This design comes from an exercise in tuning for small area on the open sky130 flow, not from production work. Function was checked by simulation only, so behaviour that the tests miss may differ from the original. Power figures rest on the tool's default switching activity, not on a simulated workload.

north:
==> flow/design.v (excerpt) <==
module lf_biquad (
    input  wire        clk,
    input  wire        rst,
    input  wire        in_valid,
    output wire        in_ready,
    input  wire [31:0] in_x,
    input  wire        in_clear,
    input  wire        in_bypass,
    input  wire [31:0] b0_m,
    input  wire [5:0]  b0_e,
    input  wire [31:0] b1_m,
    input  wire [5:0]  b1_e,
    input  wire [31:0] b2_m,
    input  wire [5:0]  b2_e,
    input  wire [31:0] a1_m,
    input  wire [5:0]  a1_e,
    input  wire [31:0] a2_m,
    input  wire [5:0]  a2_e,
    output reg         out_valid,
    output wire [31:0] out_y,
    output reg         out_sat
);
For scale: ~4200 cells after synthesis, about 200 flip-flops, roughly 0.035 mm2 of cells after synthesis.
clock: 27.0 ns
lec_check: 0
abc_area: 1
cap_margin: 0
core_margin: 2
core_utilization: 40
cts_buf_list: sky130_fd_sc_hd__clkbuf_4 sky130_fd_sc_hd__clkbuf_8
slew_margin: 0
standard.sh (not shown) runs the stock make flow with config.mk's settings and CLKGATE_MAP_FILE= SYNTH_SCRIPT=/design/flow/synth_recipe.tcl, a recipe that flattens the netlist after the stock synthesis.
==> flow/flow/run.sh <==
#!/bin/bash
# Standard layout, with these changes to how it is made:
#  - synthesis runs Yosys's synth with -noabc as well (no early abc -fast before
#    full-adder extraction, so adders keep their polarity);
#  - the final ABC mapping uses flow/abc_area_map.script (amap area-oriented
#    mapping, then gate sizing, no buffering) instead of ORFS's abc_area.script;
#    everything else in synth_recipe.tcl is unchanged, so the registers are the
#    standard ones;
#  - ports are buffered with sky130_fd_sc_hd__buf_1.
set -euo pipefail
W=$(pwd)
ABC="$W/flow/abc_area_map.script"
sed "s#log_cmd abc {\*}\$abc_args#log_cmd abc {*}[lreplace \$abc_args 1 1 $ABC]#" \
    "$FLOW_HOME/scripts/synth.tcl" > my_orfs_synth.tcl
grep -q "abc_area_map.script" my_orfs_synth.tcl
sed "s#synth -nofsm -noshare#synth -nofsm -noshare -noabc#; s#source \$::env(SCRIPTS_DIR)/synth.tcl#source $W/my_orfs_synth.tcl#" \
    synth_recipe.tcl > my_synth.tcl
grep -q "my_orfs_synth.tcl" my_synth.tcl
sed "s#synth_recipe.tcl#my_synth.tcl#g" standard.sh > my_standard.sh
grep -q my_synth.tcl my_standard.sh
export BUFFER_PORTS_ARGS="-buffer_cell sky130_fd_sc_hd__buf_1"
bash my_standard.sh finish > flow_make.log 2>&1
test -f out/final.def
==> flow/flow/abc_area_map.script <==
strash
dch -f
amap -F 40 -A 40
topo
stime -c
upsize -c
dnsize -c
north did not stop at any stage, and its layout met the timing, DRC and antenna checks.
Here is what was changed in the inputs of south compared with north.
Settings: CAP_MARGIN now 20, was 0; CTS_BUF_LIST no longer set, was sky130_fd_sc_hd__clkbuf_4 sky130_fd_sc_hd__clkbuf_8; SLEW_MARGIN now 20, was 0.
diff --git a/flow/flow/run.sh b/flow/flow/run.sh
--- a/flow/flow/run.sh
+++ b/flow/flow/run.sh
@@ -4,5 +4,5 @@
 #    full-adder extraction, so adders keep their polarity);
 #  - the final ABC mapping uses flow/abc_area_map.script (amap area-oriented
-#    mapping, then gate sizing, no buffering) instead of ORFS's abc_area.script;
+#    mapping, then buffering and sizing) instead of ORFS's abc_area.script;
 #    everything else in synth_recipe.tcl is unchanged, so the registers are the
 #    standard ones;
==> flow/flow/abc_area_map.script <==
strash
dch -f
amap -F 40 -A 40
topo
stime -c
buffer -c
upsize -c
dnsize -c
Results
- south has completed all stages; timing, DRC and antenna checks passed.
- The lower ratio of cells with drive above 1 in the final layout came out of north.
- In the tables for south and north, sequential area share after synthesis reads higher with north.
- Looking at die area across both flows, south is the weaker of the two, with north ahead.
- Relative to north, number of buffers created by CTS has decreased by about 35% in south.
- The post-layout utilization of the core reported for south is smaller than that of north by 2.1 points.
- As far as via count is concerned, north and south perform about the same.
Modified inputs, east compared to south
Settings: GPL_TIMING_DRIVEN: unset -> 0; SLEW_MARGIN: 20 -> 0; CTS_BUF_LIST: unset -> sky130_fd_sc_hd__clkbuf_4 sky130_fd_sc_hd__clkbuf_8; CAP_MARGIN: 20 -> 0.
diff --git a/flow/flow/run.sh b/flow/flow/run.sh
--- a/flow/flow/run.sh
+++ b/flow/flow/run.sh
@@ -4,5 +4,5 @@
 #    full-adder extraction, so adders keep their polarity);
 #  - the final ABC mapping uses flow/abc_area_map.script (amap area-oriented
-#    mapping, then buffering and sizing) instead of ORFS's abc_area.script;
+#    mapping, then gate sizing, no buffering) instead of ORFS's abc_area.script;
 #    everything else in synth_recipe.tcl is unchanged, so the registers are the
 #    standard ones;
==> flow/flow/abc_area_map.script <==
strash
dch -f
amap -F 40 -A 40
topo
stime -c
upsize -c
dnsize -c
Results
In east the implementation ran to completion but is not tape-out ready, as the final checks report max-capacitance violations, max-slew violations.
| worst endpoint required time | east vs south | 0.08 ns higher |
Part of the power in the clock network down 0.2 points in east wrt south
Clock period minus final worst setup slack ends up lower on south.
Summary of east over south: setup slack of the critical path after layout decreased 2.12 ns, combinational group share of total power increased 0.3 points, total routing usage reported by global routing essentially unchanged.
The following lists how west was set up differently from east:
Settings: GPL_TIMING_DRIVEN removed (was 0).
diff --git a/flow/flow/run.sh b/flow/flow/run.sh
--- a/flow/flow/run.sh
+++ b/flow/flow/run.sh
@@ -3,6 +3,6 @@
 #  - synthesis runs Yosys's synth with -noabc as well (no early abc -fast before
 #    full-adder extraction, so adders keep their polarity);
-#  - the final ABC mapping uses flow/abc_area_map.script (amap area-oriented
-#    mapping, then gate sizing, no buffering) instead of ORFS's abc_area.script;
+#  - the final ABC mapping uses flow/abc_area_nf.script (&nf area-oriented
+#    mapping) instead of ORFS's abc_area.script;
 #    everything else in synth_recipe.tcl is unchanged, so the registers are the
 #    standard ones;
@@ -10,8 +10,8 @@
 set -euo pipefail
 W=$(pwd)
-ABC="$W/flow/abc_area_map.script"
+ABC="$W/flow/abc_area_nf.script"
 sed "s#log_cmd abc {\*}\$abc_args#log_cmd abc {*}[lreplace \$abc_args 1 1 $ABC]#" \
     "$FLOW_HOME/scripts/synth.tcl" > my_orfs_synth.tcl
-grep -q "abc_area_map.script" my_orfs_synth.tcl
+grep -q "abc_area_nf.script" my_orfs_synth.tcl
 sed "s#synth -nofsm -noshare#synth -nofsm -noshare -noabc#; s#source \$::env(SCRIPTS_DIR)/synth.tcl#source $W/my_orfs_synth.tcl#" \
     synth_recipe.tcl > my_synth.tcl
==> flow/flow/abc_area_nf.script (new file) <==
strash
&get -n
&dch -f
&nf -R 1000
&put
topo
stime -c
buffer -c
upsize -c
dnsize -c
removed: flow/flow/abc_area_map.script
## What came out
west completed every stage of the flow, and the final layout passed the timing, DRC and antenna checks.
| worst setup slack after placement | west vs east | 3.75 ns higher |
east ended up with acc[62] as its capturing instance or port of the critical path; west ended up with acc[63].
Compared with east, in west synthesized-area fraction occupied by adder cells shows a reduction of 2.0 points, cell area shows no meaningful change, worst hold slack shows a reduction of 0.015 ns, shortest clock period the worst path allows after layout shows a reduction of 3.90 ns, mux contribution to synthesized area shows an increase of 3.2 points.

[separate check: timing with driven ports]
In the flow no input, the clock included, has a driving cell. The finished layouts below were timed again as built, in two steps.
Step 1: set_driving_cell puts a clkbuf_16 on clk and a buf_2 on each other input, an assumption about the parent block.
Step 2 also shifts input and output timing later by t, the mid clock arrival at the registers, as if the neighbouring blocks saw the same clock.
Three values: no drivers, after step 1, after step 2; two values: the first two.
run | t (ns) | slack for setup (ns) | worst hold slack (ns) | slew at the worst register clock pin (ns) | worst slew at a driven data input, ns
north | 0.665 | 2.701 / 2.729 / 2.065 | 0.468 / 0.468 / 0.468 | 0.07 / 0.07 | 0.09
south | 0.585 | 3.386 / 3.416 / 2.830 | 0.478 / 0.478 / 0.478 | 0.08 / 0.08 | 0.09
east | 0.659 | 1.268 / 1.292 / 0.633 | 0.465 / 0.465 / 0.465 | 0.07 / 0.07 | 0.04
west | 0.596 | 5.172 / 5.202 / 4.606 | 0.450 / 0.450 / 0.450 | 0.08 / 0.08 | 0.06
The setup slack of north, which loses most, moves by +0.028 ns with the drivers and by -0.636 ns with both steps.
